Source: an optimization exercise on an open RTL-to-GDS flow (aim: small area, a short achievable clock period and few clock cycles per item). Production flows keep margins and buffers that such runs may drop.
At most, simulation tests tie the RTL to the original design; equivalence was not proved.
No activity file was given, so power comes from the tool's default toggle rates.

==> run a <==
// flow_hash
module flow_hash (
    input  wire         clk,
    input  wire         rst,         
    input  wire         in_valid,
    output wire         in_ready,
    input  wire [1:0]   in_op,       
    input  wire [3:0]   in_len,      
    input  wire         in_frag,     
    input  wire [31:0]  in_seed,
    input  wire [511:0] in_words,    
    output wire         out_valid,
    input  wire         out_ready,
    output wire [31:0]  out_hash
);
export LEC_CHECK = 0
export CAP_MARGIN = 20
export CORE_MARGIN = 2
export CORE_UTILIZATION = 55
export SETUP_SLACK_MARGIN = 3.6
export SLEW_MARGIN = 20
export TNS_END_PERCENT = 100
create_clock -name core_clock -period 8.0 [get_ports {clk}]
standard.sh (not shown) runs the stock make flow with config.mk's settings and CLKGATE_MAP_FILE= SYNTH_SCRIPT=/design/flow/synth_recipe.tcl, a recipe that flattens the netlist after the stock synthesis.
==> flow/flow/run.sh <==
#!/bin/bash
# Own layout flow: the standard layout (standard.sh: ORFS synthesis to
# final layout, unchanged), except that the port buffers that global
# placement inserts on every input and output are the platform's smallest
# plain buffer (buf_1) instead of the clkdlybuf4s50_1 delay cell that
# buffer_ports picks by default.  Repair may still resize them.
set -euo pipefail
export BUFFER_PORTS_ARGS="-buffer_cell sky130_fd_sc_hd__buf_1"
bash standard.sh finish > standard_flow.log 2>&1
==> inputs of run b, as changes to run a <==
Settings changed: CORE_UTILIZATION 55 to 40, SETUP_SLACK_MARGIN 3.6 to 4.0, TNS_END_PERCENT 100 to 0.
==> inputs of run c, as changes to run a <==
Settings changed: CORE_UTILIZATION 55 to 40, SETUP_SLACK_MARGIN 3.6 to not set, TNS_END_PERCENT 100 to not set.
==> comparison <==
Synthesized cell count is the same in run a and run c.
Between run c and run a, the lower cell count is in run a (gap 2.1%, measured against run a).
First-iteration DRC count: run b is larger than run c (5.3%).
Between run a and run b, the lower sequential power is in run b (gap about 5%, measured against run b).
Synthesized area is the same in run c and run b.
In die area, run c and run b do not differ.
Sequential share of layout area: run a < run b < run c.
The lowest combinational power belongs to run c, the highest to run a.
In run c the cell area is smaller than in run b, by about 4%.
Of run a and run c, run a has the higher clock skew (gap 0.0021 ns).
Function was not checked in any run of this note: the RTL went through the layout flow alone.


==> v22 <==
Another version of the RTL of flow_hash (not shown whole).
==> flow/config.mk <==
export PLATFORM = sky130hd
export DESIGN_NAME = flow_hash
export DESIGN_NICKNAME = flow_hash
export VERILOG_FILES = /design/flow/design.v
export SDC_FILE = /design/flow/constraint.sdc
export NUM_CORES = 4
export LEC_CHECK = 0
export CAP_MARGIN = 20
export CORE_MARGIN = 2
export CORE_UTILIZATION = 40
export SETUP_SLACK_MARGIN = 3.6
export SLEW_MARGIN = 20
export TNS_END_PERCENT = 20
==> flow/constraint.sdc <==
create_clock -name core_clock -period 8.0 [get_ports {clk}]
set_input_delay 1.6000 -clock core_clock [delete_from_list [all_inputs] [get_ports {clk}]]
set_output_delay 1.6000 -clock core_clock [all_outputs]
set_load 0.01 [all_outputs]
Scripts as last shown in full above: flow/flow/run.sh
==> v31 (differences from v22) <==
--- a/flow/design.v
+++ b/flow/design.v
@@ -512,25 +512,29 @@
     wire [31:0] x4w = {x4, x4};
     wire [31:0] cor4 = {d01[4:0], d01[31:5]} ^ {d01[9:0], d01[31:10]} ^ {x4w[14:0], x4w[31:15]};
     wire [31:0] fb20 = {fb[11:0], fb[31:12]};
     wire [31:0] pq   = fa ^ fb20;
     wire [15:0] x6   = in_frag ? 16'd0 : (w8[31:16] ^ w8[15:0]);
     wire [31:0] x6w  = {x6, x6};
     wire [31:0] cor6 = pq ^ {pq[19:0], pq[31:20]} ^ {x6w[12:0], x6w[31:13]};
-    wire [31:0] g = fold ^ ((swap4 ? cor4 : 32'd0) | (swap6 ? cor6 : 32'd0));
+    wire [31:0] cor  = op_hsy6 ? cor6 : cor4;
+    wire        swap = swap4 | swap6;
     reg         v1, v2, ov;
     reg  [31:0] g1;
     reg  [3:0]  n1;
+    reg  [31:0] k1;
+    reg         sw1;
+    wire [31:0] gs = g1 ^ (sw1 ? k1 : 32'd0);
     reg  [31:0] y2;
     reg  [31:0] res;
     wire stall = ov & ~out_ready;
     assign in_ready  = ~stall;
     assign out_valid = ov;
     assign out_hash  = res;
-    wire [31:0] t0 = {g1[26:0], g1[31:27]};
+    wire [31:0] t0 = {gs[26:0], gs[31:27]};
     wire [31:0] t1 = n1[0] ? {t0[26:0], t0[31:27]} : t0;
     wire [31:0] t2 = n1[1] ? {t1[21:0], t1[31:22]} : t1;
     wire [31:0] t3 = n1[2] ? {t2[11:0], t2[31:12]} : t2;
     wire [31:0] hr = n1[3] ? {t3[23:0], t3[31:24]} : t3;
     wire ma_1;
     wire ma_2;
     assign ma_1 = ~hr[5] ^ ~hr[0];
@@ -1557,14 +1561,16 @@
             ov <= 1'b0;
         end else if (~stall) begin
             v1 <= in_valid;
             v2 <= v1;
             ov <= v2;
         end
         if (~stall) begin
-            g1  <= g;
+            g1  <= fold;
+            k1  <= cor;
+            sw1 <= swap;
             n1  <= nm1;
             y2  <= ya;
             res <= fin;
         end
     end
 endmodule
==> flow/config.mk (replaced) <==
export PLATFORM = sky130hd
export DESIGN_NAME = flow_hash
export DESIGN_NICKNAME = flow_hash
export VERILOG_FILES = /design/flow/design.v
export SDC_FILE = /design/flow/constraint.sdc
export NUM_CORES = 4
export LEC_CHECK = 0
export CAP_MARGIN = 20
export CORE_MARGIN = 2
export CORE_UTILIZATION = 40
export SETUP_SLACK_MARGIN = 4.0
export SLEW_MARGIN = 20
export TNS_END_PERCENT = 0
==> v12 (differences from v22) <==
--- a/flow/design.v
+++ b/flow/design.v
@@ -463,78 +463,91 @@
     wire en9 = op_hash & (in_len >= 4'd9);
     wire en10 = op_hash & (in_len >= 4'd10);
     wire en11 = op_hash & (in_len >= 4'd11);
     wire en12 = op_hash & (in_len >= 4'd12);
     wire en13 = op_hash & (in_len >= 4'd13);
     wire en14 = op_hash & (in_len >= 4'd14);
     wire en15 = op_hash & (in_len >= 4'd15);
-    wire [31:0] e1 = en1 ? w1 : 32'd0;
-    wire [31:0] e2 = en2 ? w2 : 32'd0;
-    wire [31:0] e3 = en3 ? w3 : 32'd0;
-    wire [31:0] e4 = en4 ? w4 : 32'd0;
-    wire [31:0] e5 = en5 ? w5 : 32'd0;
-    wire [31:0] e6 = en6 ? w6 : 32'd0;
-    wire [31:0] e7 = en7 ? w7 : 32'd0;
-    wire [31:0] e8 = en8 ? w8 : 32'd0;
-    wire [31:0] e9 = en9 ? w9 : 32'd0;
-    wire [31:0] e10 = en10 ? w10 : 32'd0;
-    wire [31:0] e11 = en11 ? w11 : 32'd0;
-    wire [31:0] e12 = en12 ? w12 : 32'd0;
-    wire [31:0] e13 = en13 ? w13 : 32'd0;
-    wire [31:0] e14 = en14 ? w14 : 32'd0;
-    wire [31:0] e15 = en15 ? w15 : 32'd0;
+    wire [31:0] r0 = {w0[4:0], w0[31:5]};
+    wire [31:0] r1 = {w1[9:0], w1[31:10]};
+    wire [31:0] r2 = {w2[14:0], w2[31:15]};
+    wire [31:0] r3 = {w3[19:0], w3[31:20]};
+    wire [31:0] r4 = {w4[24:0], w4[31:25]};
+    wire [31:0] r5 = {w5[29:0], w5[31:30]};
+    wire [31:0] r6 = {w6[2:0], w6[31:3]};
+    wire [31:0] r7 = {w7[7:0], w7[31:8]};
+    wire [31:0] r8 = {w8[12:0], w8[31:13]};
+    wire [31:0] r9 = {w9[17:0], w9[31:18]};
+    wire [31:0] r10 = {w10[22:0], w10[31:23]};
+    wire [31:0] r11 = {w11[27:0], w11[31:28]};
+    wire [31:0] r12 = {w12[0:0], w12[31:1]};
+    wire [31:0] r13 = {w13[5:0], w13[31:6]};
+    wire [31:0] r14 = {w14[10:0], w14[31:11]};
+    wire [31:0] r15 = {w15[15:0], w15[31:16]};
+    wire [31:0] g3 = en3 ? r3 : 32'd0;
+    wire [31:0] x1_2 = r1 ^ r2;
+    wire sa1 = en1 & ~en2;
+    wire [31:0] p1 = ({32{sa1}} & r1) | ({32{en2}} & x1_2);
+    wire [31:0] x4_5 = r4 ^ r5;
+    wire sa4 = en4 & ~en5;
+    wire [31:0] p4 = ({32{sa4}} & r4) | ({32{en5}} & x4_5);
+    wire [31:0] x6_7 = r6 ^ r7;
+    wire sa6 = en6 & ~en7;
+    wire [31:0] p6 = ({32{sa6}} & r6) | ({32{en7}} & x6_7);
+    wire [31:0] x8_9 = r8 ^ r9;
+    wire sa8 = en8 & ~en9;
+    wire [31:0] p8 = ({32{sa8}} & r8) | ({32{en9}} & x8_9);
+    wire [31:0] x10_11 = r10 ^ r11;
+    wire sa10 = en10 & ~en11;
+    wire [31:0] p10 = ({32{sa10}} & r10) | ({32{en11}} & x10_11);
+    wire [31:0] x12_13 = r12 ^ r13;
+    wire sa12 = en12 & ~en13;
+    wire [31:0] p12 = ({32{sa12}} & r12) | ({32{en13}} & x12_13);
+    wire [31:0] x14_15 = r14 ^ r15;
+    wire sa14 = en14 & ~en15;
+    wire [31:0] p14 = ({32{sa14}} & r14) | ({32{en15}} & x14_15);
     wire [31:0] pr4 = {op_hsy4 ? w3[7:0] : 8'd0, 24'd0};
     wire [31:0] pr6 = {op_hsy6 ? w9[7:0] : 8'd0, 24'd0};
-    wire [31:0] r0 = {e0[4:0], e0[31:5]};
-    wire [31:0] r1 = {e1[9:0], e1[31:10]};
-    wire [31:0] r2 = {e2[14:0], e2[31:15]};
-    wire [31:0] r3 = {e3[19:0], e3[31:20]};
-    wire [31:0] r4 = {e4[24:0], e4[31:25]};
-    wire [31:0] r5 = {e5[29:0], e5[31:30]};
-    wire [31:0] r6 = {e6[2:0], e6[31:3]};
-    wire [31:0] r7 = {e7[7:0], e7[31:8]};
-    wire [31:0] r8 = {e8[12:0], e8[31:13]};
-    wire [31:0] r9 = {e9[17:0], e9[31:18]};
-    wire [31:0] r10 = {e10[22:0], e10[31:23]};
-    wire [31:0] r11 = {e11[27:0], e11[31:28]};
-    wire [31:0] r12 = {e12[0:0], e12[31:1]};
-    wire [31:0] r13 = {e13[5:0], e13[31:6]};
-    wire [31:0] r14 = {e14[10:0], e14[31:11]};
-    wire [31:0] r15 = {e15[15:0], e15[31:16]};
     wire [31:0] q3 = {pr4[19:0], pr4[31:20]};
     wire [31:0] q9 = {pr6[17:0], pr6[31:18]};
-    wire [31:0] fa = r0 ^ r1 ^ r2 ^ r3;      
-    wire [31:0] fb = r4 ^ r5 ^ r6 ^ r7;      
-    wire [31:0] fc = r8 ^ r9 ^ r10 ^ r11 ^ q3 ^ q9;
-    wire [31:0] fd = r12 ^ r13 ^ r14 ^ r15 ^ in_seed;
+    wire [31:0] fa = r0 ^ p1 ^ g3;           
+    wire [31:0] fb = p4 ^ p6;                
+    wire [31:0] fc = p8 ^ p10 ^ q3 ^ q9;     
+    wire [31:0] fd = p12 ^ p14 ^ in_seed;    
     wire [31:0] fold = (fa ^ fb) ^ (fc ^ fd);
     wire [31:0] d01 = w0 ^ w1;
     wire [15:0] x4  = in_frag ? 16'd0 : (w2[31:16] ^ w2[15:0]);
     wire [31:0] x4w = {x4, x4};
     wire [31:0] cor4 = {d01[4:0], d01[31:5]} ^ {d01[9:0], d01[31:10]} ^ {x4w[14:0], x4w[31:15]};
     wire [31:0] fb20 = {fb[11:0], fb[31:12]};
     wire [31:0] pq   = fa ^ fb20;
     wire [15:0] x6   = in_frag ? 16'd0 : (w8[31:16] ^ w8[15:0]);
     wire [31:0] x6w  = {x6, x6};
     wire [31:0] cor6 = pq ^ {pq[19:0], pq[31:20]} ^ {x6w[12:0], x6w[31:13]};
     wire [31:0] g = fold ^ ((swap4 ? cor4 : 32'd0) | (swap6 ? cor6 : 32'd0));
     reg         v1, v2, ov;
     reg  [31:0] g1;
     reg  [3:0]  n1;
+    reg  [3:0]  n1b;
+    wire [31:0] gs = g1;
     reg  [31:0] y2;
     reg  [31:0] res;
     wire stall = ov & ~out_ready;
     assign in_ready  = ~stall;
     assign out_valid = ov;
     assign out_hash  = res;
-    wire [31:0] t0 = {g1[26:0], g1[31:27]};
-    wire [31:0] t1 = n1[0] ? {t0[26:0], t0[31:27]} : t0;
-    wire [31:0] t2 = n1[1] ? {t1[21:0], t1[31:22]} : t1;
-    wire [31:0] t3 = n1[2] ? {t2[11:0], t2[31:12]} : t2;
-    wire [31:0] hr = n1[3] ? {t3[23:0], t3[31:24]} : t3;
+    wire [31:0] t0 = {gs[26:0], gs[31:27]};
+    wire [31:0] u1 = {t0[26:0], t0[31:27]};
+    wire [31:0] t1 = {n1b[0] ? t0[31:16] : u1[31:16], n1[0] ? u1[15:0] : t0[15:0]};
+    wire [31:0] u2 = {t1[21:0], t1[31:22]};
+    wire [31:0] t2 = {n1b[1] ? t1[31:16] : u2[31:16], n1[1] ? u2[15:0] : t1[15:0]};
+    wire [31:0] u3 = {t2[11:0], t2[31:12]};
+    wire [31:0] t3 = {n1b[2] ? t2[31:16] : u3[31:16], n1[2] ? u3[15:0] : t2[15:0]};
+    wire [31:0] u4 = {t3[23:0], t3[31:24]};
+    wire [31:0] hr = {n1b[3] ? t3[31:16] : u4[31:16], n1[3] ? u4[15:0] : t3[15:0]};
     wire ma_1;
     wire ma_2;
     assign ma_1 = ~hr[5] ^ ~hr[0];
     assign ma_2 = ~hr[5] & ~hr[0];
     wire ma_3;
     wire ma_4;
     assign ma_3 = ~hr[6] ^ ~hr[1];
@@ -1559,12 +1572,13 @@
             v1 <= in_valid;
             v2 <= v1;
             ov <= v2;
         end
         if (~stall) begin
             g1  <= g;
             n1  <= nm1;
+            n1b <= ~nm1;
             y2  <= ya;
             res <= fin;
         end
     end
 endmodule
==> flow/config.mk (replaced) <==
export PLATFORM = sky130hd
export DESIGN_NAME = flow_hash
export DESIGN_NICKNAME = flow_hash
export VERILOG_FILES = /design/flow/design.v
export SDC_FILE = /design/flow/constraint.sdc
export NUM_CORES = 4
export LEC_CHECK = 0
export CAP_MARGIN = 0
export CORE_MARGIN = 2
export CORE_UTILIZATION = 40
export SETUP_SLACK_MARGIN = 3.6
export SLEW_MARGIN = 0
export TNS_END_PERCENT = 20
==> comparison table <==
Clock network share of area: v22 0.0116; v12 0.00896; v31 0.0190
Core area: v22 0.0564 sq mm; v12 0.0589 sq mm; v31 0.0642 sq mm
Final Cycle Share: v22 0.607; v12 0.566; v31 0.604
Sequential cells: v22 103; v12 107; v31 136
Routed wirelength normalized by instance count: v22 25.4 um; v12 26.9 um; v31 23.3 um
Tap cells: v22 756; v12 773; v31 855
Critical-path maximum fanout: v22 8; v12 16; v31 14
Run status: v22 complete, no violations; v12 complete, no violations; v31 complete, no violations
Clock period minus final worst setup slack: v22 4850 ps; v12 4530 ps; v31 4830 ps
Signal buf overhead: v22 0.110; v12 0.123; v31 0.102
Layout overhead on the synthesized area: v22 20.4%; v12 24.0%; v31 20.6%
Leakage power summed over all cells: v22 11.4 nW; v12 12.5 nW; v31 13.1 nW
GRT Overall Usage: v22 0.342; v12 0.375; v31 0.315
Setup Skew: v22 9.86 ps; v12 19.4 ps; v31 14.8 ps
Slew HR: v22 0.438; v12 0.269; v31 0.356
Number of buffers added by the clock tree synthesis step: v22 9; v12 9; v31 17
Reg2reg end: v22 y2[31]; v12 y2[22]; v31 y2[26]
PD cells: v22 484 mW/mm^2; v12 440 mW/mm^2; v31 548 mW/mm^2
Share of the core filled with cells in the final layout: v22 0.488; v12 0.500; v31 0.485
Placed Area: v22 0.0259 sq mm; v12 0.0267 sq mm; v31 0.0290 sq mm
Xor-xnor portion of the synthesized cell area: v22 0.275; v12 0.218; v31 0.262
Cell with the largest stage delay on the worst path: v22 mux4_2; v12 xnor3_1; v31 mux4_2
Multi-input gate area: v22 0.0190 sq mm; v12 0.0202 sq mm; v31 0.0211 sq mm
Transition time at the pin with the least slew margin: v22 832 ps; v12 1100 ps; v31 959 ps
Wl on met1: v22 41.5 mm; v12 44.3 mm; v31 41.5 mm
Yosys top cell area share: v22 0.201; v12 0.146; v31 0.197
Testbench counts of v22, summed over its fixed seeds: cycles 9,624, items 9,600.
The RTL of v31 and v12 was laid out without a check of its function.

port drivers added, routing unchanged:
No port has a modelled driver above. Below, the same layouts with a new extraction and two added sets of constraints.
Step 1 assumes that a clkbuf_16 drives the clock port and a buf_2 every other input.
Step 2, shift: input delay + t, output delay - t, t = (earliest + latest rising clock arrival at the registers) / 2. This alone moves slack from input paths to output paths.
Slacks: ideal ports / drivers / drivers and shift; pairs: ideal ports / drivers.
run	t, ns	setup WS [ns]	worst setup path after step 2	latest minus earliest clock arrival (ns)
run a	0.420	2.927 / 2.927 / 2.609	input to register	0.024 / 0.023
run b	0.435	3.271 / 3.301 / 2.866	input to register	0.019 / 0.020
run c	0.431	2.111 / 2.111 / 1.821	input to register	0.022 / 0.021
v22	0.424	3.146 / 3.146 / 2.845	input to register	0.009 / 0.009
v31	0.497	3.171 / 3.171 / 2.833	input to register	0.015 / 0.015
v12	0.454	3.470 / 3.476 / 3.022	input to register	0.019 / 0.020
After both steps every run listed still meets setup and hold. The setup slack of v12, which loses most, moves by +0.006 ns with the drivers and by -0.448 ns with both steps.
